This is an optimization exercise on Yosys and OpenROAD, whose aim is small area and a short achievable clock period, not a production implementation. Only simulation tests tie the RTL to the original design; equivalence was not proved. Power is estimated from default activity; no workload was simulated.

==> flow/design.v <==
module vx_topk #(
    parameter integer K = 16
) (
    input  wire          clk,
    input  wire          rst,           
    input  wire          in_valid,
    input  wire          in_last,       
    input  wire [31:0]   in_key,        
    input  wire [2:0]    in_ktype,      
    input  wire          in_desc,       
    input  wire          in_drop_nan,   
    output reg           out_valid,
    output reg  [K*32-1:0] out_key,     
    output reg  [K*16-1:0] out_tag,     
    output wire [4:0]    out_count,     
    output wire          out_nan_seen,  
    output wire          out_err        
);
    localparam [2:0] KT_FP32 = 3'd0, KT_BF16 = 3'd1, KT_FP16 = 3'd2,
                     KT_INT32 = 3'd3, KT_UINT32 = 3'd4, KT_UINT16 = 3'd5;
    integer i, j;
    reg         s0_vld, s0_last;
    reg  [31:0] s0_key;
    reg  [2:0]  s0_kt;
    reg         s0_desc, s0_drop;
    always @(posedge clk) begin
        s0_vld  <= in_valid && !rst;
        s0_last <= in_last;
        s0_key  <= in_key;
        s0_kt   <= in_ktype;
        s0_desc <= in_desc;
        s0_drop <= in_drop_nan;
    end
    reg         row_open;
    reg  [2:0]  row_kt;
    reg         row_desc, row_drop;
    wire        first   = !row_open;
    wire [2:0]  ktype   = first ? s0_kt   : row_kt;
    wire        desc    = first ? s0_desc : row_desc;
    wire        dropnan = first ? s0_drop : row_drop;
    wire        kt_bad  = (ktype == 3'd6) || (ktype == 3'd7);
    always @(posedge clk) begin
        if (rst)         row_open <= 1'b0;
        else if (s0_vld) row_open <= !s0_last;
        if (s0_vld && first) begin
            row_kt   <= s0_kt;
            row_desc <= s0_desc;
            row_drop <= s0_drop;
        end
    end
    reg  [31:0] w_key;      
    reg         k_nan;
    reg  [4:0]  h_lz;
    wire [31:0] ik = s0_key;
    always @* begin
        w_key   = ik;
        k_nan   = 1'b0;
        h_lz    = 5'd0;
        case (ktype)
            KT_FP32: begin
                k_nan   = (ik[30:23] == 8'hFF) && (ik[22:0] != 0);
                w_key   = ik;
            end
            KT_BF16: begin
                k_nan   = (ik[14:7] == 8'hFF) && (ik[6:0] != 0);
                w_key   = {ik[15:0], 16'd0};
            end
            KT_FP16: begin
                k_nan   = (ik[14:10] == 5'h1F) && (ik[9:0] != 0);
                if (ik[14:10] == 5'h1F)
                    w_key = {ik[15], 8'hFF, ik[9:0], 13'd0};
                else if (ik[14:10] != 0)
                    w_key = {ik[15], 3'd0, ik[14:10], ik[9:0], 13'd0} +
                            {1'b0, 8'd112, 23'd0};
                else if (ik[9:0] == 0)
                    w_key = {ik[15], 31'd0};
                else begin
                    for (j = 0; j < 10; j = j + 1)
                        if (ik[j]) h_lz = 5'd9 - j[4:0];
                    w_key = {ik[15], 8'd112 - {3'd0, h_lz},
                             ((ik[9:0] << (h_lz + 5'd1)) & 10'h3FF), 13'd0};
                end
            end
            KT_UINT16: w_key = {16'd0, ik[15:0]};
            default:   w_key = ik;
        endcase
        if (k_nan) w_key = 32'h7FC00000;
    end
    wire k_float = (ktype == KT_FP32) || (ktype == KT_BF16) || (ktype == KT_FP16);
    wire k_sint  = (ktype == KT_INT32);
    reg         s1_vld, s1_last, s1_first, s1_take, s1_nan, s1_bad;
    reg  [31:0] s1_key;
    reg         s1_float, s1_sint, s1_desc, s1_zero;
    always @(posedge clk) begin
        s1_vld   <= s0_vld && !rst;
        s1_last  <= s0_last;
        s1_first <= first;
        s1_take  <= !kt_bad && !(k_nan && dropnan);
        s1_nan   <= k_nan;
        s1_bad   <= kt_bad;
        s1_key   <= w_key;
        s1_float <= k_float;
        s1_sint  <= k_sint;
        s1_desc  <= desc;
        s1_zero  <= (w_key[30:0] == 31'd0);
    end
    reg  [4:0]  cnt;           
    reg  [15:0] idx;           
    reg         r_nan, r_bad;
    wire        take = s1_vld && s1_take;
    wire [15:0] tag  = s1_first ? 16'd0 : idx;
    wire [4:0]  cur  = s1_first ? 5'd0 : cnt;    
    wire n31 = s1_key[31];
    reg  [5:0] rt;            
    always @* begin
        rt = 6'd0;
        if (s1_nan) begin
            rt = 6'd0;                          
        end else if (s1_float) begin
            if (!s1_desc) begin
                if (!n31) rt = {3'b000, 3'b001};                     
                else      rt = {3'b100, s1_zero ? 3'b001 : 3'b111};   
            end else begin
                if (!n31) rt = {s1_zero ? 3'b001 : 3'b111, 3'b100};  
                else      rt = {3'b001, 3'b000};                     
            end
        end else begin
            if (!s1_desc) begin
                if (!n31) rt = {s1_sint ? 3'b000 : 3'b111, 3'b001};
                else      rt = {3'b001, s1_sint ? 3'b111 : 3'b000};
            end else begin
                if (!n31) rt = {s1_sint ? 3'b111 : 3'b000, 3'b100};
                else      rt = {3'b100, s1_sint ? 3'b000 : 3'b111};
            end
        end
    end
    function [1:0] mag_cmp(input [30:0] n, input [30:0] e);
        reg [31:0] g, p;
        integer l, k, w;
        begin
            g = {1'b0, ~n & e};
            p = {1'b1, ~n | e};
            w = 32;
            for (l = 0; l < 5; l = l + 1) begin
                w = w / 2;
                for (k = 0; k < 16; k = k + 1)
                    if (k < w) begin
                        g[k] = g[2*k+1] | (p[2*k+1] & g[2*k]);
                        p[k] = p[2*k+1] & p[2*k];
                    end
            end
            mag_cmp = {g[0] | p[0], g[0]};
        end
    endfunction
    reg  [31:0] q_key [0:K-1];
    reg  [15:0] q_tag [0:K-1];
    reg  [K-1:0] gb;          
    reg  [1:0]  cm;
    reg  [31:0] v;
    reg         e_nan;
    always @* begin
        for (i = 0; i < K; i = i + 1) begin
            v     = ~q_key[i];
            cm    = mag_cmp(s1_key[30:0], v[30:0]);
            e_nan = s1_float && (&v[30:22]);
            if (cur <= i)
                gb[i] = 1'b1;
            else if (e_nan && !s1_nan)
                gb[i] = 1'b1;
            else if (v[31])
                gb[i] = cm[0] ? rt[3] : cm[1] ? rt[4] : rt[5];
            else
                gb[i] = cm[0] ? rt[0] : cm[1] ? rt[1] : rt[2];
        end
    end
    reg  [K-1:0] s_new, s_sh, s_hold;
    always @* begin
        for (i = 0; i < K; i = i + 1) begin
            s_new[i]  = take && gb[i] && (i == 0 || !gb[(i+K-1)%K]);
            s_sh[i]   = take && gb[i] && (i != 0 && gb[(i+K-1)%K]);
            s_hold[i] = !(take && gb[i]);
        end
    end
    always @(posedge clk) begin
        for (i = 0; i < K; i = i + 1) begin
            q_key[i] <= ~(({32{s_hold[i]}} & ~q_key[i]) |
                          ({32{s_new[i]}}  & s1_key) |
                          ({32{s_sh[i]}}   & ~q_key[(i+K-1)%K]));
            q_tag[i] <= ~(({16{s_hold[i]}} & ~q_tag[i]) |
                          ({16{s_new[i]}}  & tag) |
                          ({16{s_sh[i]}}   & ~q_tag[(i+K-1)%K]));
        end
        if (s1_vld) begin
            cnt   <= cur + {4'd0, take && (cur != K)};
            idx   <= tag + 16'd1;
            r_nan <= (!s1_first && r_nan) || s1_nan;
            r_bad <= s1_bad;
        end
    end
    always @(posedge clk) begin
        if (rst) out_valid <= 1'b0;
        else     out_valid <= s1_vld && s1_last;
    end
    always @* begin
        for (i = 0; i < K; i = i + 1) begin
            out_key[32*i +: 32] = ~({32{cnt > i}} & q_key[i]);
            out_tag[16*i +: 16] = ~({16{cnt > i}} & q_tag[i]);
        end
    end
    assign out_count    = cnt;
    assign out_nan_seen = r_nan;
    assign out_err      = r_bad;
endmodule
==> flow/run.sh <==
#!/bin/bash
# synth_recipe.tcl (not shown) runs the flow's synth.tcl, then flattens the netlist and writes it again
# the make line also repeats each setting of config.mk as NAME=value (left out here)
make -C /OpenROAD-flow-scripts/flow DESIGN_CONFIG=/design/flow/config.mk WORK_HOME=/design/flow/orfs CLKGATE_MAP_FILE= SYNTH_SCRIPT=/design/flow/synth_recipe.tcl finish
==> flow/config.mk <==
export PLATFORM = sky130hd
export DESIGN_NAME = vx_topk
export DESIGN_NICKNAME = vx_topk
export VERILOG_FILES = /design/flow/design.v
export SDC_FILE = /design/flow/constraint.sdc
export NUM_CORES = 4
export LEC_CHECK = 0
export CAP_MARGIN = 20
export CORE_MARGIN = 2
export CORE_UTILIZATION = 40
export SETUP_SLACK_MARGIN = 2
export SLEW_MARGIN = 20
==> flow/constraint.sdc <==
create_clock -name core_clock -period 22.0 [get_ports {clk}]
set_input_delay 4.4000 -clock core_clock [delete_from_list [all_inputs] [get_ports {clk}]]
set_output_delay 4.4000 -clock core_clock [all_outputs]
set_load 0.01 [all_outputs]
==> results of run 1 <==
## cells in the mapped netlist (7+ instances only)
library cell and n:
o21ai_0 232, a221o_1 20, a221oi_1 30, and2_1 8
a222oi_1 124, a21oi_1 79, mux2i_1 793, xnor2_1 11
mux2_2 189, nor3_1 130, o22ai_1 136, nor4_1 30
o21a_1 12, o2111ai_1 19, and3_1 17, nand3b_1 8
clkbuf_1 206, nor2b_1 7, nand4_1 21, buf_2 173
mux4_2 17, buf_1 30, a22o_1 10, a21o_1 19
nand2b_1 34, edfxtp_1 76, xor2_1 9, mux2_1 127
dfxtp_1 803, or2_2 9, nand3_1 40, inv_1 262
nand2_1 1242, buf_4 58, a31oi_1 28, a22oi_1 90
buf_6 35, nor2_1 106, o21ai_1 274, o31ai_1 66
## worst min path at each step
stage          endpoint  cells after the start  slack, ns
6_report        s1_last                      0       0.36
4_1_cts         s1_last                      0       0.36
3_5_place_dp    s1_last                      0       0.35
2_1_floorplan   s1_last                      0       0.33
3_3_place_gp    s1_last                      0       0.35
5_1_grt         s1_last                      0       0.36
## worst max-delay path, cell delays in order (launching register included)
cell             delay, ns
edfxtp_1              0.32
buf_4                 0.76
or2_4                 0.84
nor2_1                0.27
nand2_4               0.75
nand2_1               0.15
clkdlybuf4s50_1       0.52
## layout make-up
class	instances	area, sq um
fill	11600	60800
multi-input combinational	4049	27500
sequential	879	18400
timing repair buffer	927	9030
clock buffer	139	2870
tap	1625	2030
inverter	269	1010
clock inverter	48	485
antenna	4	10.0
## metal layers
layer	vias up	track usage
met1	24000	0.484
met3	609	0.0765
li1	21400	-
met4	8	0.224
met2	3330	0.565
met5	-	0
## power by group through the flow
stage	clock (uW)	sequential [uW]	combinational, uW
after floorplan	0	2750	2030
after global placement	0	3270	3470
after detailed placement	0	3270	3520
after CTS	1750	3240	3540
after global routing	1820	3340	3830
final	1750	3310	3600
## per-stage QoR
step	std cells	setup WS [ns]	area, sq um	total power (uW)
after floorplan	5706	15.80	49300	4780
after global placement	7748	14.07	57900	6740
after detailed placement	7749	13.91	57900	6790
after CTS	7936	13.14	61300	8530
after global routing	7936	13.03	61300	8990
final	7940	13.14	61300	8660
## logic make-up after synthesis
| kind of cell | synth area share |
|---|---|
| adder cells (fa/ha/maj) | 0.00231 |
| XOR/XNOR | 0.00355 |
| buffers and inverters | 0.0748 |
| AND/OR/NAND/NOR | 0.147 |
| multiplexers | 0.241 |
| flip-flops | 0.372 |
| AO/OA/AOI/OAI | 0.159 |
## state kept, by name (all words and copies together), names as in the netlist, 3 cells and up, named ones only
name	flops
cnt	5
idx	16
q_key	480
q_tag	240
row_kt	3
s0_key	32
s0_kt	3
s1_key	32
==> notes.md, run 1 <==
The flow ran to the end and the layout has no timing, DRC or antenna violations. Measured along the x axis, the die boundary spans between 300 and 400 um. The wire length on met2 is 106000 um. In the routed design, unresolved DRC markers number 0. In this run the power density over the cells is roughly 140 nW/um^2. The iteration count of the initial detailed-routing pass came out at 10. The worst vdd rail ir drop came out at 0.0000723 V. The number of buffers inserted for hold repair after clock tree synthesis is 0.

The total of endpoints with negative setup slack in the final report came out at 0. The overall routing resource usage is 0.372. The fraction of the cycle the final worst path needs came out at 0.403. At the worst endpoint, the arrival time is 4.46 ns. The detailed-route wire length came out at 246000 um.

The clock-pin slew on the worst setup and hold paths came out at 0.06 ns. The number of I/O pins came out at 817. The H-tree depth is 3. For the worst setup path, the data required time is 17.60 ns. Setup repair after global routing left no endpoint under its margin. The HPWL after detailed placement is 177000 um. For this block, wires on met1 add up to 98400 um. The later pin in the worst-skew pair is clocked with a latency of 0.73 ns. The remaining antenna violation count came out at 0. The die height is 355 um. Input and output buffers added on the ports amount to 816.

After detailed routing, the number of vias per cell comes to 6.22. Of the post-synthesis cell area, the dominant cell type holds 0.326. The clock share of power came out at 0.202. The die covers 126000 sq um.

The number of nets in the final layout came out at roughly 6300. In this run, synthesis inferred 76 flip-flops with an integrated enable. The transition time at the pin with the least slew margin came out at 1.19 ns. The number of buffers added for setup after CTS came out at 0. The netlist uses 92 different library cells. The number of antenna violations at the first check in global routing came out at 15. The worst setup path is captured at an output pin. In this run the most critical hold path is launched from s0_last. The top cell types in the final layout, fill and taps aside, are 1237 x nand2_1, 816 x clkdlybuf4s50_1, 800 x dfxtp_1.

The number of global-route vias before repair came out at 45100. The worst-case register-to-register setup slack came out at approximately 16 ns. The share of flip-flops with an asynchronous set or reset after synthesis came out at 0. The critical path class is flip-flop to output pin.

The startpoint of the worst register-to-register path is s1_key[19]. The switching power is around 3700 uW. In this run the deepest clock path goes through 3 buffers. The leakage power is 0.0244 uW. The cell-internal power is 4930 uW. TritonCTS built the clock tree. The number of placement rows is 128. The number of hold violations in the final report is 0. The number of warnings reported in the yosys synthesis log is 3. The detailed router used layers up to and including met5. The max-slew headroom at the worst pin came out at 0.207. In this run the critical register-to-register path is captured at q_tag[5][1]. The total of cells resized after clock tree synthesis came out at 0. The mean instance size in the synthesized netlist came out at 8.64 sq um. The share of total power dissipated in combinational logic is 0.416. The share of total power dissipated in sequential elements is 0.382.

In this run the worst hold path is classified as flip-flop to flip-flop. The maximum net fanout on the critical path is 61. The startpoint kind of the worst setup timing path is a flip-flop. The via count came out at 49400. The critical path starts at cnt[4]. The wire length of the first global-routing pass came out at 341000 um.

Of the cells placed in the final design, the portion with a size suffix greater than 1 is 0.0871. The post-synth design cell area is 49300 sq um. The depth of the worst register-to-register path came out at 12. Dividing the detail-routed wire length by the instance count gives 31.0 um. The number of buffers inserted during clock tree synthesis came out at just over 100. The number of max-capacitance violations reported came out at 0. The number of flip-flops and latches in the synthesized netlist came out at 879. The area growth from synthesis to layout came out at 24.3%. The buffer cell driving the clock tree root is clkbuf_16.

The switching power as a share of total power is 0.430. The effective utilization at floorplan came out at 0.404. The placeable core area is between 100000 and 150000 sq um. The weighted congestion at the end of routability-driven global placement came out at 1.02. The clock arrives with 0.0321 ns of skew. The aggregate negative setup slack came out at 0 ns.

The final hold slack came out at ~0.36 ns. Following the worst setup path forward leads to its endpoint at out_tag[40]. Leaving out fill and tap cells, the most frequent cell in the layout is nand2_1.

The sequential-to-total area share from yosys stat is 0.372. Global routing finished with a remaining overflow of 0. The most instantiated flip-flop cell in the synthesis netlist is dfxtp_1. The minimum clock period is 8.86 ns. The clock drives 879 sinks.

The maximum frequency from static timing analysis came out at around 110 MHz. The number of slew-limit violations in the final report came out at 0. The violation count after the first detailed-routing iteration came out at 7630.

Ranked by total cell area, the synthesized netlist is headed by dfxtp_1 33%, mux2i_1 16%, nand2_1 9.5%, edfxtp_1 4.6%, mux2_2 4.3%. The pin count of the biggest net entering global routing came out at 97. At the end of the flow the core is filled with cells to 0.502. The cell type with the largest total area after synthesis is dfxtp_1. The total met3 wirelength after detailed routing came out at about 25000 um. Synthesis produced around 5700 cells.
==> run 2, diff against run 1 <==
--- a/flow/design.v
+++ b/flow/design.v
@@ -105,10 +105,10 @@
         s1_zero  <= (w_key[30:0] == 31'd0);
     end
-    reg  [4:0]  cnt;           
+    reg  [K-1:0] lv;           
     reg  [15:0] idx;           
     reg         r_nan, r_bad;
     wire        take = s1_vld && s1_take;
     wire [15:0] tag  = s1_first ? 16'd0 : idx;
-    wire [4:0]  cur  = s1_first ? 5'd0 : cnt;    
+    wire [K-1:0] cur = s1_first ? {K{1'b0}} : lv;    
     wire n31 = s1_key[31];
     reg  [5:0] rt;            
@@ -164,5 +164,5 @@
             cm    = mag_cmp(s1_key[30:0], v[30:0]);
             e_nan = s1_float && (&v[30:22]);
-            if (cur <= i)
+            if (!cur[i])
                 gb[i] = 1'b1;
             else if (e_nan && !s1_nan)
@@ -192,5 +192,5 @@
         end
         if (s1_vld) begin
-            cnt   <= cur + {4'd0, take && (cur != K)};
+            lv    <= take ? {cur[K-2:0], 1'b1} : cur;
             idx   <= tag + 16'd1;
             r_nan <= (!s1_first && r_nan) || s1_nan;
@@ -204,7 +204,13 @@
     always @* begin
         for (i = 0; i < K; i = i + 1) begin
-            out_key[32*i +: 32] = ~({32{cnt > i}} & q_key[i]);
-            out_tag[16*i +: 16] = ~({16{cnt > i}} & q_tag[i]);
-        end
+            out_key[32*i +: 32] = ~({32{lv[i]}} & q_key[i]);
+            out_tag[16*i +: 16] = ~({16{lv[i]}} & q_tag[i]);
+        end
+    end
+    reg  [4:0] cnt;
+    always @* begin
+        cnt = 5'd0;
+        for (i = 0; i < K; i = i + 1)
+            if (lv[i]) cnt = i + 1;
     end
     assign out_count    = cnt;
==> run 2 against run 1 <==
  * Via count shrank 0.81%
  * Global-route usage hardly changed
  * Die area increased by 1.8%
  * Critical path depth rose by 2
  * Largest power group is now sequential cells
  * Design area is 2.3% higher
  * Cell count down 1.2%
  * Area after synthesis is 1.8% higher
  * Combinational power down 16%
==> notes.md, run 2 <==
The commonest cells after synthesis are 911 x mux2i_1, 907 x nand2_1, 803 x dfxtp_1. Across the run, the number of max-cap violations was 0. The required time at the endpoint of the critical path came out at between 15 and 20 ns.

The most used flip-flop cell after synthesis is dfxtp_1. The clock-pin slew on the worst setup and hold paths is 0.06 ns. The switching power as a share of total power is 0.407. The synthesized design contains 87 enable-type register cells. In this run the worst setup path begins at lv[7]. Of the synthesized area, sequential elements account for 0.372. The iteration count of the initial detailed-routing pass is 14. The library cells used most frequently in the layout, excluding fill and tap cells, are 910 x mux2i_1, 907 x nand2_1, 816 x clkdlybuf4s50_1. In this run the power spent charging and discharging nets is 3210 uW. During synthesis, Yosys emitted a total of 3 warnings.

817 I/O pins were placed. The H-tree depth is 3. The flip-flop count of the largest register, all copies and words added came out at 480. The number of buffers added for setup after CTS is 0. The number of global-route vias before repair came out at 45800. The number of placed instances, taps included, is 7649. The effective utilization at floorplan came out at 0.404. In the final layout, the share of cells above drive strength 1 is 0.129. Entering global routing, the biggest net connects 55 pins. The number of slew-limit violations in the final report came out at 0. The cell that appears most often on the critical path is nor3_1. The maximum frequency from static timing analysis came out at 119 MHz. The area growth from synthesis to layout is 24.9%. The library cell used most frequently in the layout, excluding fill and tap cells, is mux2i_1. The total of cells resized after clock tree synthesis came out at 0.

STA classifies the critical path startpoint as a flip-flop. The minimum clock period is approximately 8.4 ns. The aggregate negative setup slack is 0 ns.

The worst-case setup slack after placement is about 15 ns. The maximum single-stage delay on the critical path is 0.71 ns. On the critical path, the stage with the largest delay is an instance of nor3_1.

The number of placement rows is around 130. In the final routed layout, each cell accounts on average for 31.8 um. Counting flops per register, the top entry is q_key. The largest registers in the layout are q_key (480), q_tag (240). The critical path goes through buf_4 -> buf_4 -> nor3_1 -> nor3_1 -> nor3_1 -> nor3_1 -> nor2_1 -> clkdlybuf4s50_1. The clock latency at the later pin of the worst-skew pair is a little over 0.7 ns. The worst hold path begins at s0_last. In this run the worst hold path is classified as flip-flop to flip-flop. Setup repair after global routing left no endpoint under its margin.

The fraction of the cycle the final worst path needs is 0.382. The remaining antenna violation count is 0. The instance count of the mapped netlist came out at 5582. Of all nets on the critical path, the largest fanout is 32. Once detailed placement completed, the half-perimeter wirelength came to 178000 um. The startpoint of the worst register-to-register path is s1_key[15]. The violation count after the first detailed-routing iteration came out at 7270. After routing the design area is 62700 sq um. The buffer cell driving the clock tree root is clkbuf_16. For the worst setup path, the data arrival time is 4.00 ns. The number of clock buffers added by TritonCTS is 102. After synthesis the cells add up to 50200 sq um. The setup path with the least slack is of type flip-flop to output pin. In this run the tightest slew margin relative to its limit is 0.123.

The final setup slack of the worst path came out at 13.60 ns. The die height is 358 um. The final instance count without filler cells is between 7000 and 8000. The leakage power came out at ~0.028 uW. The number of nets in the final layout came out at 6160. The number of buffers inserted for hold repair after clock tree synthesis came out at 0. The share of flip-flops with an asynchronous set or reset after synthesis is 0. The total cell area at the placement stage is roughly 60000 sq um. In the routed design, unresolved DRC markers number 0. The weighted congestion at the end of routability-driven global placement came out at 0.972. The netlist uses 77 different library cells.

For this run, the total global-route usage over all layers was measured as 0.372. For this block, the routed nets add up to 250000 um of wire. STA classifies the critical path endpoint as an output pin.

The fill cell total of the finished layout is around 12000. The final hold slack is around 0.35 ns. The number of hold violations in the final report is 0.

The multi-input combinational cells in the finished layout cover a total of roughly 28000 sq um. Measured along the x axis, the die boundary spans 358 um. The floorplan step defined a die boundary enclosing 128000 sq um. Of the post-synthesis cell area, the dominant cell type holds 0.320. The clock share of power came out at 0.225. The detail-routed via count per cell is 6.24.

The power share of the combinational group is 0.381. The portion of total power attributed to sequential cells came out at 0.394. The power per unit of standard cell area came out at 126 nW/um^2.

The number of flip-flops and latches in the synthesized netlist is between 800 and 900. The run finished with no timing, DRC or antenna violations. Clock skew on the completed layout was measured at between 0.02 and 0.025 ns.

Setup violations remaining at the end of the flow were counted as 0. The CTS tree is built. The number of buffers added on ports is around 800.

Clock tree synthesis found a total of 890 sinks. The number of antenna violations at the first check in global routing is 18. The buffer levels on the longest clock path is 3.

The register area came out at 18700 sq um. The placeable core area is approximately 120000 sq um. The synthesized design spends more area on one cell type than any other, namely dfxtp_1. The cell-internal power came out at 4690 uW. For the pin with the worst max-slew slack, the measured transition is approximately 1.3 ns. The dominant cell by count in the synthesized netlist is mux2i_1. The worst vdd rail ir drop is 0.0000741 V. By area the synthesized netlist is led by dfxtp_1 32%, mux2i_1 18%, mux2_2 10%, nand2_1 6.8%, edfxtp_1 5.2%.

The wire length of the first global-routing pass is roughly 350000 um. Detailed routing inserted a total of 49000 vias. The mean instance size in the synthesized netlist is around 9.0 sq um. The total grt overflow came out at 0.
==> run 2: changes by cell type after synthesis, sizes merged, moves of 19 or more <==
cell,previous run,this run
a22oi,90,66
inv,268,462
o31ai,66,41
mux2i,793,911
o21ai,511,294
buf,302,215
mux2,316,490
and2,8,27
nand2,1242,907
clkbuf,207,291
nor2,111,69
==> run 2: final cells by class <==
class | instances | area share
inverter | 466 | 0.0279
clock inverter | 24 | 0.00433
multi-input combinational | 3720 | 0.441
timing repair buffer | 936 | 0.145
tap | 1637 | 0.0327
antenna | 6 | 0.000239
sequential | 890 | 0.298
clock buffer | 167 | 0.0507
==> run 2: final timing paths <==
path | to | slack (ns) | cells after the start
max | out_count[1] | 13.60 | 8
min | s1_last | 0.35 | 0
max reg2reg | q_tag[13][13] | 15.67 | 11
min reg2reg | s1_last | 0.35 | 0
==> run 2: cell families after synthesis <==
family | after synthesis | synth area share
AO/OA/AOI/OAI | 962 | 0.132
XOR/XNOR | 20 | 0.00349
adder cells (fa/ha/maj) | 7 | 0.00155
buffers and inverters | 972 | 0.0782
flip-flops | 890 | 0.372
multiplexers | 1419 | 0.300
AND/OR/NAND/NOR | 1312 | 0.112
==> run 2: stage by stage <==
step	util	power, uW
2_1_floorplan	-	4430
3_3_place_gp	0.477	5960
3_5_place_dp	0.477	6020
4_1_cts	0.505	7790
5_1_grt	0.505	8190
6_report	0.505	7900
==> run 2: power by group through the flow <==
stage	Clock, uW	Sequential (uW)	Combinational [uW]
5_1_grt	1850	3140	3190
3_3_place_gp	0	3080	2890
4_1_cts	1790	3050	2950
3_5_place_dp	0	3080	2940
6_report	1780	3110	3010
2_1_floorplan	0	2670	1760
==> run 2: worst max-delay path: cells and delay by family, from the launching register on <==
kind / cells / cell delay, ns
buf+inv: 3 / 1.58
simple gates: 5 / 1.32
flops: 1 / 0.32
==> run 2: layer usage <==
metal,vias up,GRT usage,part of all wire
met5,-,0,0.00043
met4,16,0.194,0.060
met3,641,0.0772,0.099
met2,3388,0.580,0.44
met1,23900,0.485,0.40
li1,21000,-,-
==> run 3, diff against run 2 <==
==> flow/flow/run.sh (new file) <==
#!/bin/bash
# The standard layout, with timing repair aimed at a setup slack of 15 ns
# (the clock period and constraints are unchanged). make's output goes to
# make_finish.log in the work folder; ORFS's per-step logs are under orfs/logs.
set -o pipefail
bash standard.sh SETUP_SLACK_MARGIN=15 finish > make_finish.log 2>&1
==> flow/standard.sh (new file) <==
#!/bin/bash
# synth_recipe.tcl (not shown) runs the flow's synth.tcl, then flattens the netlist and writes it again
# the make line also repeats each setting of config.mk as NAME=value (left out here)
make -C /OpenROAD-flow-scripts/flow DESIGN_CONFIG=/design/flow/config.mk WORK_HOME=/design/flow/orfs CLKGATE_MAP_FILE= SYNTH_SCRIPT=/design/flow/synth_recipe.tcl "${@:-finish}"
--- a/flow/config.mk
+++ b/flow/config.mk
@@ -8,5 +8,4 @@
 export CAP_MARGIN = 20
 export CORE_MARGIN = 2
-export CORE_UTILIZATION = 40
-export SETUP_SLACK_MARGIN = 2
+export CORE_UTILIZATION = 55
 export SLEW_MARGIN = 20
removed: flow/run.sh
==> run 3 against run 2 <==
  * Power down 0.76%
  * Sequential share of layout area is 0.19 points higher
  * Die area down 27%
  * Global-route usage increased by 11 points
  * Cell count shrank 5.9%
  * Core utilization grew 18 points
  * Synthesized cell count unchanged
  * Clock skew rose by 0.021 ns
  * Worst setup slack better by 1.3 ns
  * Area after synthesis unchanged
  * Wire length fell by 5.9%
  * Worst hold slack improved by 0.0044 ns
  * Critical path type unchanged
  * Largest cell class unchanged
  * Highest routed layer unchanged
==> notes.md, run 3 <==
The run finished with no timing, DRC or antenna violations. The pin count of the biggest net entering global routing came out at between 80 and 90. Measured against the total synthesized area, the mux share comes to 0.300. In the final layout, the registers with the most flip-flops are q_key (480), q_tag (240). The final hold slack is roughly 0.36 ns.

The die area is 93700 sq um. q_key holds more flip-flops than any other register. In the global route stage, overall resource usage came out at 0.479.

The number of clock buffers added by TritonCTS is 96. The area fraction in compound gates after synthesis came out at 0.132. The switching power came out at 3170 uW. The register area came out at 18700 sq um.

On the critical path the largest part of the delay comes from compound AO/OA/AOI/OAI gates. The detail route stage leaves a number of antenna-violating nets equal to 0. The average detailed-routed wire length per instance came out at 31.8 um.

Of the post-synthesis cell area, the dominant cell type holds 0.320. The worst register-to-register path has a depth of 11. Of all nets on the critical path, the largest fanout is 28. Across the run, the number of max-cap violations was 0.

The total of endpoints with negative setup slack in the final report came out at 0. The main combinational cell family by area after synthesis is multiplexers. The number of different library cells in the post-synthesis netlist is 77. The wire length of the first global-routing pass is between 300000 and 400000 um. For this run, the top clock speed supported by timing is 140 MHz.

The number of buffers added on ports came out at 816. After synthesis, the mean cell area works out to 8.99 sq um. In the final layout, the share of cells above drive strength 1 is 0.130.

At the worst endpoint, the required time is approximately 18 ns. The minimum clock period came out at roughly 7.1 ns. The detailed-route wire length came out at 235000 um. Sorting the synthesized cells by area gives the leading types as dfxtp_1 32%, mux2i_1 18%, mux2_2 10%, nand2_1 6.8%, edfxtp_1 5.2%. The total power consumption of the routed design came out at 7840 uW. By instance count, the leading cell after synthesis is mux2i_1. The buffer cell driving the clock tree root is clkbuf_16. The cell-internal power is 4670 uW.

Along the worst hold path, the cell count comes to 0. The power per unit of standard cell area is 126 nW/um^2. The aggregate negative setup slack came out at 0 ns. The die height came out at 306 um. The leakage power is 0.0286 uW. In the layout the commonest cells are 910 x mux2i_1, 907 x nand2_1, 813 x clkdlybuf4s50_1.

The worst-case register-to-register setup slack is 15.58 ns. The library cell used most frequently in the layout, excluding fill and tap cells, is mux2i_1. The sequential-to-total area share from yosys stat came out at 0.372. The post-synthesis xor/xnor area fraction is 0.00349.

The clock latency at the later pin of the worst-skew pair came out at 0.73 ns. The number of global-route vias before repair came out at about 46000. The via count came out at 49900. The buffer levels on the longest clock path came out at 3. Setup repair after global routing could not meet its margin everywhere. The number of hold violations in the final report was 0. For this design the top-level I/O count stands at 817. STA classifies the critical path startpoint as a flip-flop. The die outline width came out at 306 um. After detailed routing, the number of remaining DRC violations is 0. For the final database, setup skew stands at 0.0439 ns. Counting instances in the post-synthesis netlist gives the leading cell types as 911 x mux2i_1, 907 x nand2_1, 803 x dfxtp_1. The iteration count of the initial detailed-routing pass came out at 14.

The detail-routed via count per cell came out at 6.75. The share of total power dissipated in the clock network is 0.222. The clock-pin slew on the worst setup and hold paths came out at 0.06 ns.

The startpoint identified for the worst register-to-register timing path is s1_key[3]. For this run, the slowest stage of the critical path takes ~0.41 ns. The post-synth design cell area is about 50000 sq um.

The number of nets in the final layout is 6160. Traced cell by cell, the critical path runs through buf_8 -> inv_1 -> a21oi_1 -> o21bai_1 -> a21oi_1 -> o21bai_1 -> a21oi_1 -> o21bai_1 -> a21oi_2 -> nor2_2 -> dlymetal6s2s_1. For this run, the leading register cell type out of synthesis is dfxtp_1. VDD sags by at most 0.0000776 V. The half-perimeter wire length after placement is 161000 um. The switching power as a share of total power came out at 0.404. In the finished design, the share of the clock period the worst path needs comes to 0.324. The placeable core area came out at 90300 sq um.

The register with the most flip-flops in the layout has 480 of them. The number of warnings reported in the yosys synthesis log came out at 3. The instance count of the mapped netlist is 5582.

TritonCTS built the clock tree. The share of total power dissipated in combinational logic is 0.383. The number of antenna violations at the first check in global routing is 17. The critical-path cell with the highest stage delay is edfxtp_1. Together, buffers and inverters on the worst path number 3. The max-slew headroom at the worst pin is 0.0709. The number of slew-limit violations in the final report came out at 0.

The number of placement rows is 110. The footprint of the multi-input gates came out at 27700 sq um. The critical path is of the flip-flop to output pin type. The effective utilization at floorplan is 0.556.

The class of the tightest hold or removal check is flip-flop to flip-flop. The share of flip-flops with an asynchronous set or reset after synthesis came out at 0. The violation count after the first detailed-routing iteration is between 8000 and 9000. The start point of the worst min-delay path is s0_last.

The number of flops mapped to enable cells by yosys came out at 87. The total grt overflow is 0. dfxtp_1 takes more of the synthesized area than any other cell. The number of clock sinks seen by CTS came out at 890.

The H-tree depth is 3. From synthesis to final layout, the design area changed by 24.1%. The nature of the critical path endpoint is an output pin. The path with the worst hold slack has its endpoint at s1_last. The fraction of the mapped netlist area in adder cells is 0.00155. Of the total power, registers draw 0.395. The transition time at the pin with the least slew margin is 1.38 ns. In this run the critical register-to-register path is captured at q_tag[4][11].

The data arrival time of the critical path came out at 2.74 ns. At the end of routability-driven placement, the weighted congestion stood at 0.989. The basic-gate share of the synthesized area counting and, or, nand and nor cells is 0.112.

The number of flip-flops and latches in the synthesized netlist came out at 890. The fill cell total of the finished layout is 7460.
## run 3: cell counts after synthesis
Identical to the previous run, type by type.
## run 3: timing repair
item / CTS / global route
gates cloned: 1 / 1
gates resized for setup: 30 / 6
hold buffers: 0 / 0
endpoints found under the setup margin: 220 / 4
pin swaps: 0 / 1
buffers inserted: 17 / 1
## run 3: worst max-delay path by stage
stage / start / endpoint / slack, ns / cells after the start
after floorplan: lv[1] / out_count[0] / 16.25 / 10
after global placement: lv[2] / out_count[0] / 14.52 / 10
after detailed placement: lv[2] / out_count[0] / 14.51 / 10
after CTS: lv[1] / out_count[0] / 14.64 / 11
after global routing: lv[1] / out_count[0] / 14.80 / 11
final: lv[1] / out_count[0] / 14.86 / 11
## run 3: layout make-up
type,instances,share of cell area
tap,1176,0.0236
timing repair buffer,942,0.149
clock buffer,145,0.0455
inverter,466,0.0281
antenna,10,0.000402
sequential,890,0.300
multi-input combinational,3720,0.445
clock inverter,37,0.00811
## run 3: cell families (layout without fill, tap and decap cells)
kind of cell,Yosys count,after routing
multiplexers,1419,1419
AND/OR/NAND/NOR,1312,1312
buffers and inverters,972,1590
AO/OA/AOI/OAI,962,962
flip-flops,890,890
XOR/XNOR,20,20
adder cells (fa/ha/maj),7,7
other,0,10
## run 3: worst register-to-register path, stage by stage (launching register included)
cell and delay [ns]:
dfxtp_1 0.32, buf_4 0.42, a222oi_1 0.32, a221oi_1 0.62, o21a_1 0.31, o21ai_1 0.25, a2111oi_0 0.96, mux4_2 0.49
nand4b_1 0.13, buf_4 0.79, and2_4 1.17, mux2_2 0.52
## run 3: power groups by stage
stage	clock, uW	sequential [uW]	combinational, uW
floorplan	0	2670	1760
global placement	0	3040	2820
detailed placement	0	3050	2890
CTS	1730	3020	2910
global route	1800	3110	3170
finish	1740	3100	3010
## run 3: layer usage
metal  up-vias  share of wire  GRT usage
met1     23900           0.36      0.581
met2      3997           0.42      0.718
met4        20          0.088      0.347
met3       943           0.13      0.152
li1      21000              -          -
met5         -        0.00051          0
## run 3: metrics by stage
stage / setup WS (ns) / cell area, sq um / cells / utilization
6_report: 14.86 / 62300 / 7386 / 0.690
5_1_grt: 14.80 / 62300 / 7376 / 0.690
3_5_place_dp: 14.51 / 58500 / 7172 / 0.648
2_1_floorplan: 16.25 / 50200 / 5582 / -
3_3_place_gp: 14.52 / 58500 / 7172 / 0.648
4_1_cts: 14.64 / 62200 / 7372 / 0.689
==> run 4, diff against run 3 <==
--- a/flow/design.v
+++ b/flow/design.v
@@ -106,4 +106,5 @@
     end
     reg  [K-1:0] lv;           
+    reg  [4:0]  cnt;           
     reg  [15:0] idx;           
     reg         r_nan, r_bad;
@@ -135,24 +136,7 @@
         end
     end
-    function [1:0] mag_cmp(input [30:0] n, input [30:0] e);
-        reg [31:0] g, p;
-        integer l, k, w;
-        begin
-            g = {1'b0, ~n & e};
-            p = {1'b1, ~n | e};
-            w = 32;
-            for (l = 0; l < 5; l = l + 1) begin
-                w = w / 2;
-                for (k = 0; k < 16; k = k + 1)
-                    if (k < w) begin
-                        g[k] = g[2*k+1] | (p[2*k+1] & g[2*k]);
-                        p[k] = p[2*k+1] & p[2*k];
-                    end
-            end
-            mag_cmp = {g[0] | p[0], g[0]};
-        end
-    endfunction
-    reg  [31:0] q_key [0:K-1];
-    reg  [15:0] q_tag [0:K-1];
+    wire [47:0] v_ent [0:K-1];
+    wire [47:0] vn_ent [0:K-1];
+    wire [1:0]  cm_ent [0:K-1];
     reg  [K-1:0] gb;          
     reg  [1:0]  cm;
@@ -161,6 +145,6 @@
     always @* begin
         for (i = 0; i < K; i = i + 1) begin
-            v     = ~q_key[i];
-            cm    = mag_cmp(s1_key[30:0], v[30:0]);
+            v     = v_ent[i][47:16];
+            cm    = cm_ent[i];
             e_nan = s1_float && (&v[30:22]);
             if (!cur[i])
@@ -174,23 +158,40 @@
         end
     end
-    reg  [K-1:0] s_new, s_sh, s_hold;
-    always @* begin
+    wire        clr = s1_vld && s1_first;
+    reg  [K-1:0] gbt, s_new, s_sh, s_hold;
+    always @* begin
+        for (i = 0; i < K; i = i + 1)
+            gbt[i] = take && gb[i];
         for (i = 0; i < K; i = i + 1) begin
-            s_new[i]  = take && gb[i] && (i == 0 || !gb[(i+K-1)%K]);
-            s_sh[i]   = take && gb[i] && (i != 0 && gb[(i+K-1)%K]);
-            s_hold[i] = !(take && gb[i]);
-        end
-    end
-    always @(posedge clk) begin
-        for (i = 0; i < K; i = i + 1) begin
-            q_key[i] <= ~(({32{s_hold[i]}} & ~q_key[i]) |
-                          ({32{s_new[i]}}  & s1_key) |
-                          ({32{s_sh[i]}}   & ~q_key[(i+K-1)%K]));
-            q_tag[i] <= ~(({16{s_hold[i]}} & ~q_tag[i]) |
-                          ({16{s_new[i]}}  & tag) |
-                          ({16{s_sh[i]}}   & ~q_tag[(i+K-1)%K]));
-        end
+            s_new[i]  = gbt[i] && (i == 0 || !gbt[(i+K-1)%K]);
+            s_sh[i]   = gbt[i] && (i != 0 && gbt[(i+K-1)%K]) && !clr;
+            s_hold[i] = !gbt[i] && !clr;
+        end
+    end
+    genvar g;
+    generate
+        for (g = 0; g < K; g = g + 1) begin : g_slot
+            vx_topk_cmp u_cmp (
+                .n  (s1_key[30:0]),
+                .en (vn_ent[g][46:16]),
+                .lt (cm_ent[g][0]),
+                .le (cm_ent[g][1])
+            );
+            vx_topk_slot #(.W(48)) u_slot (
+                .clk  (clk),
+                .hold (s_hold[g]),
+                .ins  (s_new[g]),
+                .shift(s_sh[g]),
+                .nn   (~{s1_key, tag}),
+                .pn   (vn_ent[(g+K-1)%K]),
+                .q    (v_ent[g]),
+                .qn   (vn_ent[g])
+            );
+        end
+    endgenerate
+    always @(posedge clk) begin
         if (s1_vld) begin
             lv    <= take ? {cur[K-2:0], 1'b1} : cur;
+            cnt   <= (s1_first ? 5'd0 : cnt) + {4'd0, take && !cur[K-1]};
             idx   <= tag + 16'd1;
             r_nan <= (!s1_first && r_nan) || s1_nan;
@@ -204,13 +205,7 @@
     always @* begin
         for (i = 0; i < K; i = i + 1) begin
-            out_key[32*i +: 32] = ~({32{lv[i]}} & q_key[i]);
-            out_tag[16*i +: 16] = ~({16{lv[i]}} & q_tag[i]);
-        end
-    end
-    reg  [4:0] cnt;
-    always @* begin
-        cnt = 5'd0;
-        for (i = 0; i < K; i = i + 1)
-            if (lv[i]) cnt = i + 1;
+            out_key[32*i +: 32] = v_ent[i][47:16];
+            out_tag[16*i +: 16] = v_ent[i][15:0];
+        end
     end
     assign out_count    = cnt;
@@ -218,2 +213,42 @@
     assign out_err      = r_bad;
 endmodule
+module vx_topk_slot #(
+    parameter integer W = 48
+) (
+    input  wire         clk,
+    input  wire         hold,
+    input  wire         ins,
+    input  wire         shift,
+    input  wire [W-1:0] nn,
+    input  wire [W-1:0] pn,
+    output reg  [W-1:0] q,
+    output wire [W-1:0] qn
+);
+    assign qn = ~q;
+    always @(posedge clk)
+        q <= ~(({W{hold}} & qn) | ({W{ins}} & nn) | ({W{shift}} & pn));
+endmodule
+module vx_topk_cmp (
+    input  wire [30:0] n,
+    input  wire [30:0] en,
+    output wire        lt,
+    output wire        le
+);
+    reg [31:0] g, p;
+    integer l, k, w;
+    always @* begin
+        g = {1'b0, ~(n | en)};
+        p = {1'b1, ~(n & en)};
+        w = 32;
+        for (l = 0; l < 5; l = l + 1) begin
+            w = w / 2;
+            for (k = 0; k < 16; k = k + 1)
+                if (k < w) begin
+                    g[k] = g[2*k+1] | (p[2*k+1] & g[2*k]);
+                    p[k] = p[2*k+1] & p[2*k];
+                end
+        end
+    end
+    assign lt = g[0];
+    assign le = g[0] | p[0];
+endmodule
==> flow/flow/run.sh (replaced) <==
#!/bin/bash
# The standard layout (the standard.sh), with two changes to how it is
# made; the clock period and constraints are unchanged:
#  - each port gets a sky130_fd_sc_hd__buf_1 as its port buffer;
#  - timing repair aims at a setup slack of 15.8 ns.
# make's full output goes to make_finish.log in the work folder; ORFS's
# per-step logs are under orfs/logs.
set -o pipefail
bash standard.sh "BUFFER_PORTS_ARGS=-buffer_cell sky130_fd_sc_hd__buf_1" \
    SETUP_SLACK_MARGIN=15.8 finish > make_finish.log 2>&1
--- a/flow/config.mk
+++ b/flow/config.mk
@@ -7,5 +7,9 @@
 export LEC_CHECK = 0
 export CAP_MARGIN = 20
+export CELL_PAD_IN_SITES_DETAIL_PLACEMENT = 1
+export CELL_PAD_IN_SITES_GLOBAL_PLACEMENT = 1
 export CORE_MARGIN = 2
-export CORE_UTILIZATION = 55
+export CORE_UTILIZATION = 40
+export PLACE_DENSITY = 0.45
 export SLEW_MARGIN = 20
+export SYNTH_HIERARCHICAL = 1
==> run 4 against run 3 <==
  * Still clean on timing, DRC and antenna
  * Die area grew 15%
  * Via count decreased by 6.4%
  * Sequential share of layout area rose by 7.1 points
  * Worst hold slack improved by 0.0090 ns
  * Design area decreased by 21%
  * Wire length grew 1.2%
  * Area after synthesis fell by 16%
  * Power decreased by 46%
  * Flip-flop and latch count up 5
  * Largest cell class unchanged
  * Highest routed layer unchanged
==> notes.md, run 4 <==
The flow ran to the end and the layout has no timing, DRC or antenna violations. The pin count of the biggest net entering global routing came out at 66. The most instantiated flip-flop cell in the synthesis netlist is dfxtp_1. Of the cells placed in the final design, the portion with a size suffix greater than 1 is 0.0773. Sorting the synthesized cells by how often they occur yields 884 x a222oi_1, 851 x dfxtp_1, 818 x inv_1. The footprint of the multi-input gates is 18800 sq um.

The power share of the combinational group is 0.157. The total grt overflow is 0. The number of buffers and inverters on the critical path came out at 1. The number of flops mapped to enable cells by yosys is 44. The number of buffers added on ports came out at 816. The iteration count of the initial detailed-routing pass came out at 13. The signal on the critical path passes through buf_1. The tool flagged a number of max-cap violations equal to 0. The total DRC errors in the routed layout came out at 0. The flip-flop count of the largest register, all copies and words added is 768. The CTS tree is built. The wire length of the first global-routing pass is between 300000 and 400000 um. The switching power as a share of total power came out at 0.309. The mean instance size in the synthesized netlist came out at 9.40 sq um. The number of nets in the final layout came out at 5264. The cell sitting at the root of the clock tree is a clkbuf_16.

The switching power came out at 1300 uW. For this run, the number of Yosys warnings is 9. Counting flops per register, the top entry is g_slot.u_slot.q. The number of buffers inserted for hold repair after clock tree synthesis came out at 0.

The number of I/O pins came out at approximately 820. The portion of total power attributed to sequential cells is 0.418. The total power consumption of the routed design came out at 4220 uW. The nature of the critical path endpoint is an output pin. The post-layout instance area is 49500 sq um. The number of clock sinks seen by CTS came out at 895.

The clock latency at the later pin of the worst-skew pair is around 0.71 ns. The number of global-route vias before repair came out at about 44000. Sorting the synthesized cells by area gives the leading types as dfxtp_1 41%, a222oi_1 21%, inv_1 7.3%, edfxtp_1 3.1%, buf_6 2.7%. The total of cells resized after clock tree synthesis is 0. Leaving out fill and tap cells, the most frequent cells in the layout are 884 x a222oi_1, 841 x dfxtp_1, 818 x inv_1. The register area is 18400 sq um. Setup violations remaining at the end of the flow were counted as 0. Counting the buffers created by CTS gives 100. The violation count after the first detailed-routing iteration came out at between 10000 and 15000.

The buffer levels on the longest clock path is 3. In this run the worst hold path is classified as flip-flop to flip-flop. The required time at the endpoint of the critical path is approximately 18 ns. The minimum clock period is 5.95 ns. The remaining antenna violation count came out at 0. The most common cell after layout, fill and taps aside is a222oi_1.

The share of flip-flops with an asynchronous set or reset after synthesis came out at 0. In the post-synthesis netlist, the cell with the most instances is a222oi_1. The largest single stage delay on the critical path is ~0.64 ns. The number of placement rows came out at 118. The maximum net fanout on the critical path is 2.

The number of setup buffers added after CTS is 0. The final hold slack came out at 0.368 ns. The detail-routed via count per cell is 6.98.

Across all layers, the routed design uses 46600 vias. The leakage power came out at approximately 0.024 uW. The largest registers in the layout are g_slot.u_slot.q (768), s0_key (32), s1_key (32). The biggest area contributor in the post-synthesis netlist is dfxtp_1. Derived from the worst setup path, the maximum achievable clock frequency is about 170 MHz. The final setup skew is 0.0338 ns. The number of slew-limit violations in the final report was 0. The family of cells with the greatest summed delay on the critical path is flip-flops.

The startpoint kind of the worst setup timing path is a flip-flop. The fill cell total of the finished layout came out at 12200. The number of different library cells in the post-synthesis netlist came out at 89.

The sequential-to-total area share from yosys stat came out at 0.437. The average detailed-routed wire length per instance is 35.6 um. The critical path class is flip-flop to output pin. The internal power of the cells totals 2920 uW. Setup total negative slack on the finished layout was measured at 0 ns.

The power per unit of standard cell area came out at about 85 nW/um^2. The instance count of the mapped netlist is approximately 4500. In this run the tightest slew margin relative to its limit is 0.168. The die area came out at about 110000 sq um. The proportion of netlist area held by the largest area contributor is 0.406. The mapped netlist covers around 42000 sq um. The placeable core area is around 100000 sq um.

The die is 328 um tall. At the pin with the least slew margin, the transition time is ~1.2 ns. The weighted congestion at the end of routability-driven global placement came out at between 0.9 and 1. The number of hold violations in the final report came to 0.

The total cell area at the placement stage is 46000 sq um. The area growth from synthesis to layout is 17.8%. The slowest stage of the critical path is the dfxtp_1 cell.

STA puts the critical path data arrival time at ~1.6 ns. The number of flip-flops and latches in the synthesized netlist came out at 895. The clock-pin slew on the worst setup and hold paths came out at 0.06 ns. The die outline width is roughly 330 um. The H-tree depth is 3. Across every metal layer, demand over resource in global routing totals 0.419. The worst-case IR drop observed on VDD is 0.0000665 V. The initial utilization of the core area, before any placement, comes to 0.405. The detailed-route wire length came out at 238000 um.

Dividing the final minimum period by the clock period gives 0.271. The half-perimeter wire length after placement is roughly 170000 um. Setup repair after global routing left no endpoint under its margin.

The number of antenna violations at the first check in global routing is 5. The clock share of power is 0.424.
run 4: cell types whose count changed in the layout (fill, tap and decap cells not counted), moves of 357 or more:
cell,previous run,this run
nand2_1,907,291
clkdlybuf4s50_1,813,0
mux2i_1,910,16
buf_1,0,816
mux2_2,459,3
a222oi_1,132,884
inv_1,461,818
run 4: cell type report:
type,instances,share of cell area
multi-input combinational,2465,0.381
clock buffer,148,0.0596
sequential,895,0.371
inverter,819,0.0622
clock inverter,37,0.0106
timing repair buffer,937,0.0805
tap,1380,0.0349
antenna,1,0.0000506
run 4: path summary, 6_finish.rpt:
check | start | to | slack (ns) | cells past startpoint
worst min register to register | s0_last | s1_last | 0.37 | 0
worst max register to register | s1_key[28] | g_slot[6].u_slot.q[1] | 16.60 | 13
worst max-delay path | g_slot[8].u_slot.q[23] | out_key[263] | 16.05 | 1
worst min-delay path | s0_last | s1_last | 0.37 | 0
run 4: per-layer routing:
metal | global-route usage | wire length [um]
met5 | 0 | 60
met4 | 0.261 | 16600
met3 | 0.111 | 29000
met2 | 0.650 | 105000
met1 | 0.519 | 87400
run 4: worst reg2reg max path, stage by stage, from the launching register on:
cell	delay (ns)
dfxtp_1	0.30
buf_4	0.20
buf_4	0.29
a222oi_1	0.45
nand4_1	0.18
a21oi_2	0.30
nand3_2	0.12
o211ai_1	0.26
mux4_2	0.52
o21ai_0	0.64
nand2_1	0.21
nor3_2	0.85
buf_4	0.63
a222oi_1	0.26
run 4: power by group through the flow:
stage	Sequential (uW)	Clock, uW	Combinational (uW)
2_1_floorplan	1840	0	300
3_3_place_gp	1800	0	629
3_5_place_dp	1800	0	634
4_1_cts	1760	1800	637
5_1_grt	1770	1870	690
6_report	1770	1790	664
run 4: logic make-up after synthesis:
family                     share of synthesized area
AOI/OAI and AO/OA                              0.333
buffers and inverters                          0.120
DFF                                            0.437
and+or+nand+nor                               0.0868
muxes                                         0.0135
xor gates and xnor gates                     0.00459
adders and majority gates                    0.00530
other                                      0.0000893
run 4: metrics by stage:
step	setup WS (ns)	cells	utilization
floorplan	17.17	4471	-
global placement	16.79	6495	0.443
detailed placement	16.77	6495	0.443
CTS	16.06	6680	0.476
global route	16.05	6681	0.476
finish	16.05	6682	0.476
run 4: per-module statistics from Yosys (local to each module, per instance), excerpt:
module / cell area [sq um] / times used / cells
vx_topk_cmp: 439 / 16 / 69
vx_topk: 7340 / 1 / 821
==> run 5, diff against run 4 <==
--- a/flow/config.mk
+++ b/flow/config.mk
@@ -11,4 +11,6 @@
 export CORE_MARGIN = 2
 export CORE_UTILIZATION = 40
+export CTS_CLUSTER_DIAMETER = 100
+export CTS_CLUSTER_SIZE = 20
 export PLACE_DENSITY = 0.45
 export SLEW_MARGIN = 20
==> run 5 against run 4 <==
  * Still clean on timing, DRC and antenna
  * Design area down 4.0%
  * Core utilization down 1.9 points
  * Synthesized cell count unchanged
  * Largest cell class unchanged
==> notes.md, run 5 <==
STA classifies the critical path startpoint as a flip-flop. The number of max-capacitance violations reported is 0. The mean instance size in the synthesized netlist came out at around 9.4 sq um. The number of buffers inserted during clock tree synthesis is 51. The number of antenna violations at the first check in global routing came out at 7.

The total grt overflow came out at 0. The number of I/O pins is 817. Walking the worst path, the cells encountered are buf_1. The transition time at the pin with the least slew margin came out at 1.22 ns. The remaining antenna violation count is 0. Leaving out fill and tap cells, the most frequent cell in the layout is a222oi_1. The detailed-route wire length is approximately 240000 um. The violation count after the first detailed-routing iteration is 9777.

The placeable core area came out at just over 100000 sq um. The cell family contributing the most delay on the critical path is flip-flops. The worst vdd rail ir drop came out at a little over 0.00006 V. The largest registers in the layout are g_slot.u_slot.q (768), s0_key (32), s1_key (32).

The clock-pin slew on the worst setup and hold paths came out at 0.09 ns. The instance count of the mapped netlist came out at roughly 4500. The commonest cells after synthesis are 884 x a222oi_1, 851 x dfxtp_1, 818 x inv_1.

The power per unit of standard cell area is 73.7 nW/um^2. The effective utilization at floorplan came out at 0.405. The proportion of netlist area held by the largest area contributor came out at 0.406. Internal power comes to 2340 uW. Of the total synthesized cell area, the portion taken by AND, OR, NAND and NOR gates is 0.0868. The startpoint of the worst register-to-register path is s1_key[28]. The switching power came out at 1150 uW. The share of flip-flops with an asynchronous set or reset after synthesis came out at 0.

The number of buffers added for setup after CTS is 0. The first global-routing pass estimated 326000 um of wire. The total DRC errors in the routed layout came out at 0. The die outline width came out at 328 um. The max-slew headroom at the worst pin is 0.188. The number of warnings reported in the yosys synthesis log is 9. The number of hold violations in the final report came out at 0. The minimum clock period came out at 5.95 ns. Before antenna repair, the detailed router went through 17 iterations.

The clock latency at the later pin of the worst-skew pair came out at 0.70 ns. Of the total power, the share spent switching nets is 0.330. The pin count of the biggest net entering global routing is 66. The critical path class is flip-flop to output pin. After synthesis, the largest family of logic cells by area is compound AO/OA/AOI/OAI gates.

In this run the deepest clock path goes through 3 buffers. The fraction of the cycle the final worst path needs came out at 0.271. The post-synth design cell area came out at 42000 sq um. The die height came out at ~330 um. Summed over all nets, the half-perimeter wirelength after detailed placement is between 150000 and 200000 um. dfxtp_1 takes more of the synthesized area than any other cell. The area growth from synthesis to layout came out at 13.0%. The data arrival time of the critical path came out at ~1.6 ns.

The number of different library cells in the post-synthesis netlist is 89. For this run, the top clock speed supported by timing is 168 MHz. The largest single stage delay on the critical path is 0.64 ns. In this run the clock root is driven by a clkbuf_16. The final cell utilization of the core came out at 0.457. The flip-flop count of the largest register, all copies and words added is ~770.

Dividing the detail-routed wire length by the instance count gives 35.9 um. Data on the critical path is required at its endpoint by about 18 ns. The clock share of power came out at 0.306. In the layout the commonest cells are 884 x a222oi_1, 841 x dfxtp_1, 818 x inv_1. The ratio of cells with drive above 1 in the final layout is 0.0603. The number of flip-flops and latches in the synthesized netlist came out at between 800 and 900. The post-synthesis xor/xnor area fraction is 0.00459. Gates resized during post-CTS repair numbered 0. The CTS tree is built. For this run, the total global-route usage over all layers was measured as 0.415. After floorplanning, the core was divided into 118 placement rows. The H-tree depth is 2. The number of global-route vias before repair is roughly 44000. The multiplexer area fraction after synthesis came out at 0.0135. Using the TritonRoute via totals, the vias-per-cell ratio works out to 7.01.

The aggregate negative setup slack came out at 0 ns. The power share of the combinational group is 0.190. For this block, the via count after detailed routing is 46000.

The portion of total power attributed to sequential cells came out at 0.504. The number of nets in the final layout is ~5200. The total of endpoints with negative setup slack in the final report is 0.

The maximum net fanout on the critical path came out at 2. The worst hold path begins at s0_last. The number of buffers added on ports came out at 816. The number of buffers and inverters on the critical path came out at 1.

The most critical setup path has its startpoint at g_slot[8].u_slot.q[23]. The weighted congestion at the end of routability-driven global placement came out at ~0.97. For this design, the sink count on the clock tree is just under 900. The number of slew-limit violations in the final report came out at 0.

The die covers 108000 sq um. The dominant cell by count in the synthesized netlist is a222oi_1. For this run, the register share of the synthesized area comes to 0.437. The top register by number of flip-flops is g_slot.u_slot.q.

The flow ran to the end and the layout has no timing, DRC or antenna violations. Setup repair after global routing left no endpoint under its margin. The number of buffers inserted for hold repair after clock tree synthesis is 0. The slowest stage of the critical path is the dfxtp_1 cell. The fill cell total of the finished layout came out at 12300. By area the synthesized netlist is led by dfxtp_1 41%, a222oi_1 21%, inv_1 7.3%, edfxtp_1 3.1%, buf_6 2.7%. The leakage power came out at 0.0226 uW. The tightest min-delay check is of the flip-flop to flip-flop type.

The nature of the critical path endpoint is an output pin. The final setup skew came out at ~0.03 ns. The area fraction in compound gates after synthesis is 0.333.

The most used flip-flop cell after synthesis is dfxtp_1. The fraction of the mapped netlist area in adder cells came out at 0.00530. The number of flops mapped to enable cells by yosys came out at 44.
-- run 5: path summary, 6_finish.rpt --
check / endpoint / slack [ns] / cells past startpoint
hold / removal: s1_last / 0.37 / 0
hold reg to reg: s1_last / 0.37 / 0
setup reg to reg: g_slot[6].u_slot.q[5] / 16.56 / 13
setup / recovery: out_key[263] / 16.05 / 1
-- run 5: final cells by class --
type / instances / area (sq um) / share of cell area
Multi-Input combinational cell: 2465 / 18800 / 0.397
Clock inverter: 7 / 125 / 0.00264
Timing Repair Buffer: 937 / 3980 / 0.0838
Antenna cell: 1 / 2.50 / 0.0000527
Tap cell: 1380 / 1730 / 0.0364
Sequential cell: 895 / 18400 / 0.387
Inverter: 819 / 3070 / 0.0648
Clock buffer: 64 / 1370 / 0.0288
-- run 5: cell families (layout without fill, tap and decap cells) --
| logic type | Yosys count | count (layout) |
|---|---|---|
| AOI/OAI and AO/OA | 1666 | 1666 |
| muxes | 36 | 36 |
| adders and majority gates | 21 | 21 |
| xor gates and xnor gates | 22 | 22 |
| and+or+nand+nor | 717 | 717 |
| DFF | 895 | 895 |
| buffers and inverters | 1111 | 1827 |
| other | 1 | 4 |
-- run 5: through the flow --
stage	hold WS, ns	std cells	power [uW]	setup slack [ns]	instance area (sq um)
global route	0.372	6567	3590	16.01	47500
floorplan	0.331	4471	2140	17.17	42000
detailed placement	0.360	6495	2430	16.77	46000
CTS	0.373	6566	3480	16.04	47500
finish	0.371	6568	3500	16.05	47500
global placement	0.355	6495	2430	16.79	46000
-- run 5: routing by layer --
layer  vias up  GRT usage  part of all wire
met5         -          0           0.00028
met4        12      0.262             0.070
met3       567      0.110              0.12
met2      3086      0.641              0.44
met1     23200      0.515              0.37
li1      19200          -                 -
-- run 5: Yosys stat by module (local to each module, per instance), excerpt --
module	times used	flip-flops and latches	cells	area (sq um)
vx_topk_cmp	16	0	69	439
vx_topk	1	127	821	7340
-- run 5: power by group through the flow --
| stage | Combinational, uW | Sequential, uW | Clock (uW) |
|---|---|---|---|
| 3_5_place_dp | 634 | 1800 | 0 |
| 5_1_grt | 690 | 1770 | 1130 |
| 6_report | 666 | 1760 | 1070 |
| 3_3_place_gp | 629 | 1800 | 0 |
| 4_1_cts | 637 | 1760 | 1080 |
| 2_1_floorplan | 300 | 1840 | 0 |
==> run 6, diff against run 5 <==
==> flow/config.mk (replaced) <==
export PLATFORM = sky130hd
export DESIGN_NAME = vx_topk
export DESIGN_NICKNAME = vx_topk
export VERILOG_FILES = /design/flow/design.v
export SDC_FILE = /design/flow/constraint.sdc
export NUM_CORES = 4
export LEC_CHECK = 0
export CAP_MARGIN = 20
export CORE_MARGIN = 2
export CORE_UTILIZATION = 40
export CTS_CLUSTER_DIAMETER = 100
export CTS_CLUSTER_SIZE = 20
export SLEW_MARGIN = 20
==> run 6 against run 5 <==
  * Still clean on timing, DRC and antenna
  * Via count grew 11%
  * Sequential power grew 6%
  * Count of clock-buffer cells in the layout shrank 1
  * Wire length grew 11%
  * First-iteration DRC count shrank 10%
  * Clock power is essentially flat
  * Sequential share of layout area shrank 3.6 points
  * Critical endpoint is now out_key[31]
  * Largest power group unchanged
==> notes.md, run 6 <==
For this run, design rule violations remaining after detail routing come to 0. The worst-case register-to-register setup slack is 15.88 ns. The number of antenna violations at the first check in global routing is 6. The startpoint kind of the worst setup timing path is a flip-flop. The data arrival time of the critical path came out at between 1.5 and 2 ns. The overall routing resource usage is 0.417.

The clock-pin slew on the worst setup and hold paths is 0.09 ns. Cell internal power was estimated by the tool at 2450 uW. For the worst setup path, the data required time is 17.60 ns. In this run, synthesis produced a sequential element count of 895. The effective utilization at floorplan is 0.402. The maximum single-stage delay on the critical path is 0.67 ns. For this design the top-level I/O count stands at 817. The buffer levels on the longest clock path is 3. The floorplan step set the die width to about 350 um. The violation count after the first detailed-routing iteration is 8799.

The weighted congestion at the end of routability-driven global placement is 1.02. The number of global-route vias before repair came to 46000. The power share of the combinational group is 0.233.

Ranked by flip-flop count, first place goes to g_slot.u_slot.q. The number of flops mapped to enable cells by yosys came out at 44. The total power consumption of the routed design came out at 3850 uW. The number of placement rows came out at 125. The fraction of the cycle the final worst path needs is 0.283.

The half-perimeter wire length after placement is 190000 um. TritonCTS built the clock tree. The routed design has 261000 um of wire. The transition time at the pin with the least slew margin is approximately 1.2 ns. The number of slew-limit violations in the final report came to 0. Setup repair after global routing left no endpoint under its margin.

The final cell utilization of the core is 0.452. The H-tree depth is 2. The area growth from synthesis to layout is 12.6%.

Synthesis instantiated 97 different standard cells from the library. Of the post-synthesis cell area, the dominant cell type holds 0.366. The tree is rooted in a clkbuf_16. The remaining antenna violation count came out at 0. The detail-routed via count per cell came out at 6.77.

The worst setup path is of the flip-flop to output pin kind. After synthesis, the cell types taking the most area are dfxtp_1 37%, mux2i_1 5.6%, nor2_1 5.4%, a222oi_1 4.5%, o22a_1 4.3%. The largest total area in the synthesized netlist belongs to dfxtp_1. In the layout the commonest cells are 849 x dfxtp_1, 816 x buf_1, 636 x nor2_1. The number of buffers added on ports is 816. The first detailed-routing pass ran for 14 iterations. The flip-flop count of the largest register, all copies and words added came out at 768. Traced cell by cell, the critical path runs through buf_1.

In the final layout, the registers with the most flip-flops are g_slot.u_slot.q (768), s0_key (32), s1_key (32). The critical-path cell with the highest stage delay is dfxtp_1. The number of hold violations in the final report is 0. The die area came out at around 120000 sq um.

The average detailed-routed wire length per instance came out at approximately 35 um. The die height is between 300 and 400 um. The total cell area at the placement stage is 50800 sq um. The class of the tightest hold or removal check is flip-flop to flip-flop. Headroom to the max-slew limit came out at 0.172. For the final database, setup skew stands at about 0.052 ns.

The later pin in the worst-skew pair is clocked with a latency of 0.74 ns. The maximum net fanout on the critical path is 6. The power per unit of standard cell area is 73.5 nW/um^2. The nature of the critical path endpoint is an output pin. Setup violations remaining at the end of the flow were counted as 0. In this run, CTS created clock tree buffers numbering 52. Of the cells placed in the final design, the portion with a size suffix greater than 1 is 0.0584. The dominant cell by count in the synthesized netlist is dfxtp_1. The kind of cell with the highest combined delay along the critical path is flip-flops. The worst vdd rail ir drop came out at slightly above 0.00006 V.

Of the synthesized area, sequential elements account for 0.395. The number of nets in the final layout is a little over 6000. The share of flip-flops with an asynchronous set or reset after synthesis is 0. The number of clock sinks seen by CTS came out at 895. The fill cell total of the finished layout is ~12000.

Timing would allow up to around 160 MHz. The instance count of the mapped netlist is approximately 5500. The mean instance size in the synthesized netlist is 8.47 sq um. For this run, the leading register cell type out of synthesis is dfxtp_1.

The switching power as a share of total power came out at 0.364. The post-synth design cell area is between 40000 and 50000 sq um. The switching power is 1400 uW. For this run, the number of Yosys warnings is 3.

The post-layout instance area came out at approximately 52000 sq um. Across the run, the number of max-cap violations was 0. The clock share of power is 0.280.

The commonest cells after synthesis are 851 x dfxtp_1, 664 x nor2_1, 515 x inv_1. The aggregate negative setup slack is 0 ns. The wire length of the first global-routing pass came out at roughly 360000 um.

After global routing the overflow that remains totals 0. Leaving out fill and tap cells, the most frequent cell in the layout is dfxtp_1. The leakage power came out at ~0.022 uW.

Entering global routing, the biggest net connects between 90 and 100 pins. The minimum clock period came out at just over 6 ns. The number of buffers and inverters on the critical path came out at 1.

The placeable core area came out at approximately 120000 sq um. The run finished with no timing, DRC or antenna violations. The share of total power dissipated in sequential elements is 0.487. The via count is 51000.
==> run 6: cell types whose count changed after synthesis, moves of 95 or more <==
cell / change
a21oi_1: +232
a221oi_1: +176
a222oi_1: -673
buf_6: -98
clkbuf_1: +190
inv_1: -303
maj3_1: +95
mux2i_1: +243
nand2b_1: +104
nor2_1: +591
nor2b_1: +98
nor3_1: +112
o22a_1: +226
o31ai_1: -104
==> run 6: logic make-up (layout without fill, tap and decap cells) <==
kind of cell	count (synthesis)	in the layout	synth area share
fa+ha+maj	116	116	0.0252
xor+xnor	21	21	0.00395
mux	283	283	0.0647
simple gates	1510	1510	0.153
flops	895	895	0.395
other cells	0	3	0
buf+inv	1036	1558	0.0877
compound gates	1629	1629	0.271
==> run 6: layout make-up <==
type	instances	area, sq um	share of cell area
flip-flops and latches	895	18400	0.351
multi-input cells	3559	24400	0.466
well taps	1524	1910	0.0364
diodes	3	7.51	0.000143
clock buffers	63	1400	0.0266
repair buffers	962	4220	0.0805
clock inverters	8	77.6	0.00148
inverters	525	1970	0.0377
==> run 6: through the flow <==
step / hold WS [ns] / cells / setup WS (ns)
4_1_cts: 0.361 / 7533 / 15.86
5_1_grt: 0.376 / 7536 / 15.81
3_5_place_dp: 0.346 / 7462 / 15.57
6_report: 0.360 / 7539 / 15.78
3_3_place_gp: 0.345 / 7461 / 15.64
2_1_floorplan: 0.331 / 5490 / 17.16
==> run 6: power groups by stage <==
stage,logic (uW),clock network [uW],registers [uW]
floorplan,459,0,1890
global placement,849,0,1900
detailed placement,855,0,1900
CTS,858,1070,1870
global route,925,1130,1880
finish,898,1080,1870
==> run 6: layer usage <==
metal,vias up,routed length (um),GRT usage
met5,-,13,0
met4,2,19400,0.241
met3,745,36200,0.139
met2,3975,109000,0.622
met1,25100,96700,0.523
li1,21200,-,-
==> run 6: path summary, 6_finish.rpt <==
path | startpoint | end | cells after the start
worst max-delay path | g_slot[0].u_slot.q[47] | out_key[31] | 1
worst max register to register | s1_key[1] | g_slot[1].u_slot.q[37] | 12
worst min register to register | s0_last | s1_last | 0
worst min-delay path | s0_last | s1_last | 0
==> run 6: repair_timing <==
item | 4_1_cts | 5_1_grt
pin swaps | 0 | 1
gates resized for setup | 1 | 1
setup buffers | 0 | 2
setup endpoints to repair | 30 | 31
cloned | 0 | 0
hold buffers | 0 | 0

[re-timing with driven ports]
No port has a modelled driver above. Below, the same layouts with a new extraction and two added sets of constraints. Step 1, drivers: a clkbuf_16 drives clk and a buf_2 each remaining input, both assumed. Step 2 times the ports against the registers' clock, not the clock port: input delays grow and output delays shrink by t, the midpoint of the rising clock arrivals with the driver on. a / b / c = ideal / step 1 / step 2; a / b = the first two.
| run | t, ns | slack for setup (ns) | hold WS [ns] |
|---|---|---|---|
| run 1 | 0.787 | 13.143 / 13.065 / 13.852 | 0.358 / 0.358 / 0.358 |
| run 2 | 0.786 | 13.599 / 13.517 / 14.302 | 0.354 / 0.354 / 0.354 |
| run 3 | 0.782 | 14.865 / 14.787 / 15.569 | 0.359 / 0.359 / 0.359 |
| run 4 | 0.776 | 16.048 / 15.964 / 16.599 | 0.368 / 0.368 / 0.368 |
| run 5 | 0.766 | 16.046 / 15.964 / 16.564 | 0.371 / 0.371 / 0.371 |
| run 6 | 0.797 | 15.775 / 15.695 / 15.875 | 0.360 / 0.360 / 0.360 |
After both steps setup and hold are still met in every run listed.
